What follows belongs to an exercise in optimizing a design on an open flow for small area and a short achievable clock period; a production flow would make more cautious choices.
Only simulation tests tie the RTL to the original design; equivalence was not proved.

Setup of job 101:
==> module fma_s4, before the edit <==
module fma_s4 (
    input  wire        sign, rnd,
    input  wire [30:0] pk,
    output wire [31:0] result
);
    assign result = {sign, pk + {30'd0, rnd}};
endmodule
export LEC_CHECK = 0
export CAP_MARGIN = 20
export CORE_MARGIN = 2
export CORE_UTILIZATION = 55
export PLACE_DENSITY = 0.75
export SETUP_SLACK_MARGIN = 5.0
export SLEW_MARGIN = 20
export SYNTH_HIERARCHICAL = 1
export SYNTH_MINIMUM_KEEP_SIZE = 0
create_clock -name core_clock -period 9.0 [get_ports {clk}]
run.sh (not shown) runs the stock make flow with config.mk's settings and CLKGATE_MAP_FILE= SYNTH_SCRIPT=/design/flow/synth_recipe.tcl, a recipe that flattens the netlist after the stock synthesis.
[inputs] job 102 vs job 101
diff --git a/flow/design.v b/flow/design.v
--- a/flow/design.v
+++ b/flow/design.v
@@ -2220,6 +2220,12 @@
     input  wire        sign, rnd,
     input  wire [30:0] pk,
     output wire [31:0] result
 );
-    assign result = {sign, pk + {30'd0, rnd}};
+    wire [30:0] q0 = {pk[29:0], rnd};
+    wire [30:0] q1 = q0 & {q0[29:0], 1'b1};
+    wire [30:0] q2 = q1 & {q1[28:0], 2'b11};
+    wire [30:0] q3 = q2 & {q2[26:0], 4'hF};
+    wire [30:0] q4 = q3 & {q3[22:0], 8'hFF};
+    wire [30:0] cy = q4 & {q4[14:0], 16'hFFFF};
+    assign result = {sign, pk ^ cy};
 endmodule
==> run notes <==
Compared with job 101, job 102 shows a insertion delay of the later-clocked pin in the worst-skew pair that is 20 ps lower.
For job 101, the cell type of the slowest stage on the worst timing path was sky130_fd_sc_hd__fa_1, unlike job 102, where it was sky130_fd_sc_hd__or4_4.
The violation count after the first detailed-route iteration in job 102 sits 292 above the value recorded for job 101.
Row global-route usage: job 102 higher / job 101 lower
Compared with job 101, in job 102 die boundary height ~0 delta; post-route worst hold slack -3.8 ps; required time at the worst-slack endpoint +30 ps.

--- another note on this design; it stands on its own ---

== P ==
// skl_lane_fma
module skl_lane_fma (
    input  wire        clk,
    input  wire        rst,        
    input  wire        in_valid,
    input  wire [1:0]  op,         
    input  wire [31:0] a,
    input  wire [31:0] b,
    input  wire [31:0] c,
    output reg         out_valid,
    output wire [31:0] result
);
clock: 9.0 ns
lec_check: 0
cap_margin: 20
core_margin: 2
core_utilization: 55
cts_cluster_diameter: 150
cts_cluster_size: 20
place_density: 0.75
setup_slack_margin: 5.0
slew_margin: 20
synth_hierarchical: 1
synth_minimum_keep_size: 0
run.sh (not shown) runs the stock make flow with config.mk's settings and CLKGATE_MAP_FILE= SYNTH_SCRIPT=/design/flow/synth_recipe.tcl, a recipe that flattens the netlist after the stock synthesis.
The final layout from P, which completed every stage, passed the timing, design-rule and antenna checks at the end of the flow.
Setup changes, P to Q
==> flow/flow/run.sh (new file) <==
#!/bin/bash
# The standard layout (standard.sh, all steps through finish), with one change:
# buffer_ports gives every input and output port a sky130_fd_sc_hd__buf_2 instead of
# the delay-cell buffer it picks by default. The make output goes to flow_make.log;
# each ORFS step keeps its own log under orfs/logs/.
set -euo pipefail
bash standard.sh "BUFFER_PORTS_ARGS=-buffer_cell sky130_fd_sc_hd__buf_2" finish > flow_make.log 2>&1
==> flow/standard.sh (new file) <==
#!/bin/bash
# synth_recipe.tcl (not shown) runs the flow's synth.tcl, then flattens the netlist and writes it again
# the make line also repeats each setting of config.mk as NAME=value (left out here)
make -C /OpenROAD-flow-scripts/flow DESIGN_CONFIG=/design/flow/config.mk WORK_HOME=/design/flow/orfs CLKGATE_MAP_FILE= SYNTH_SCRIPT=/design/flow/synth_recipe.tcl "${@:-finish}"
removed: flow/run.sh
--- outcome ---
- Compared Q vs P, and global-route usage is down in Q.
- met1 usage ended up 1.7 points lower on Q than on P.
- Re post-layout net count: Q is about 1.7% down on P.
- Combined buffer and inverter count along the critical path came out higher on Q than on P.


skl_lane_fma, a different RTL version from the one above (not shown whole).
Size: roughly 130 I/O pins.
clock: 9.0 ns
lec_check: 0
cap_margin: 20
core_margin: 2
core_utilization: 40
place_density: 0.6
setup_slack_margin: 4.5
slew_margin: 20
Stock flow here: none of the scripts above is used.
==> next run, changes <==
- CORE_UTILIZATION: 40 -> 55
- PLACE_DENSITY: 0.6 -> 0.75
Via count rose by 3.3%.
Area after synthesis stays the same.
Cell count fell by 5.4%.
First-iteration DRC count rose by 28%.
Non-clock buffer count rose by 5.
Sequential cell count does not change.
Die area fell by 27%.
Synthesized cell count stays the same.
Setup slack improves by 64 ps.

what the ideal ports hide:
How much do the figures lean on ideal ports? The routed layouts below were timed once more, with nothing changed but the port constraints.
Step 1: set_driving_cell puts a clkbuf_16 on clk and a buf_2 on each other input, an assumption about the parent block.
Step 2 adds t to the input delays and takes it off the output delays; t is the mean of the earliest and latest rising clock arrival at the registers after step 1. Input paths then give back, and output paths get back, about the clock's delay inside the block.
a / b / c = no drivers / after step 1 / after step 2; a / b = the first two.
run | shift t [ns] | setup slack, ns | hold WS [ns] | clock arrival spread, ns
job 101 | 0.690 | 4.817 / 4.789 / 4.099 | 0.325 / 0.325 / 0.325 | 0.043 / 0.043
job 102 | 0.676 | 4.864 / 4.777 / 4.101 | 0.322 / 0.322 / 0.322 | 0.029 / 0.029
P | 0.659 | 4.874 / 4.764 / 4.105 | 0.330 / 0.330 / 0.330 | 0.048 / 0.048
Q | 0.661 | 4.826 / 4.826 / 4.166 | 0.332 / 0.332 / 0.332 | 0.044 / 0.045
the first run of note 3 | 0.684 | 4.157 / 4.157 / 3.901 | 0.326 / 0.326 / 0.326 | 0.022 / 0.022
the second run of note 3 | 0.676 | 4.221 / 4.221 / 3.932 | 0.321 / 0.321 / 0.321 | 0.038 / 0.038
After both steps setup and hold are still met in every run listed. For P, which loses most, drivers alone change the setup slack by -0.110 ns; drivers and shift together by -0.769 ns.
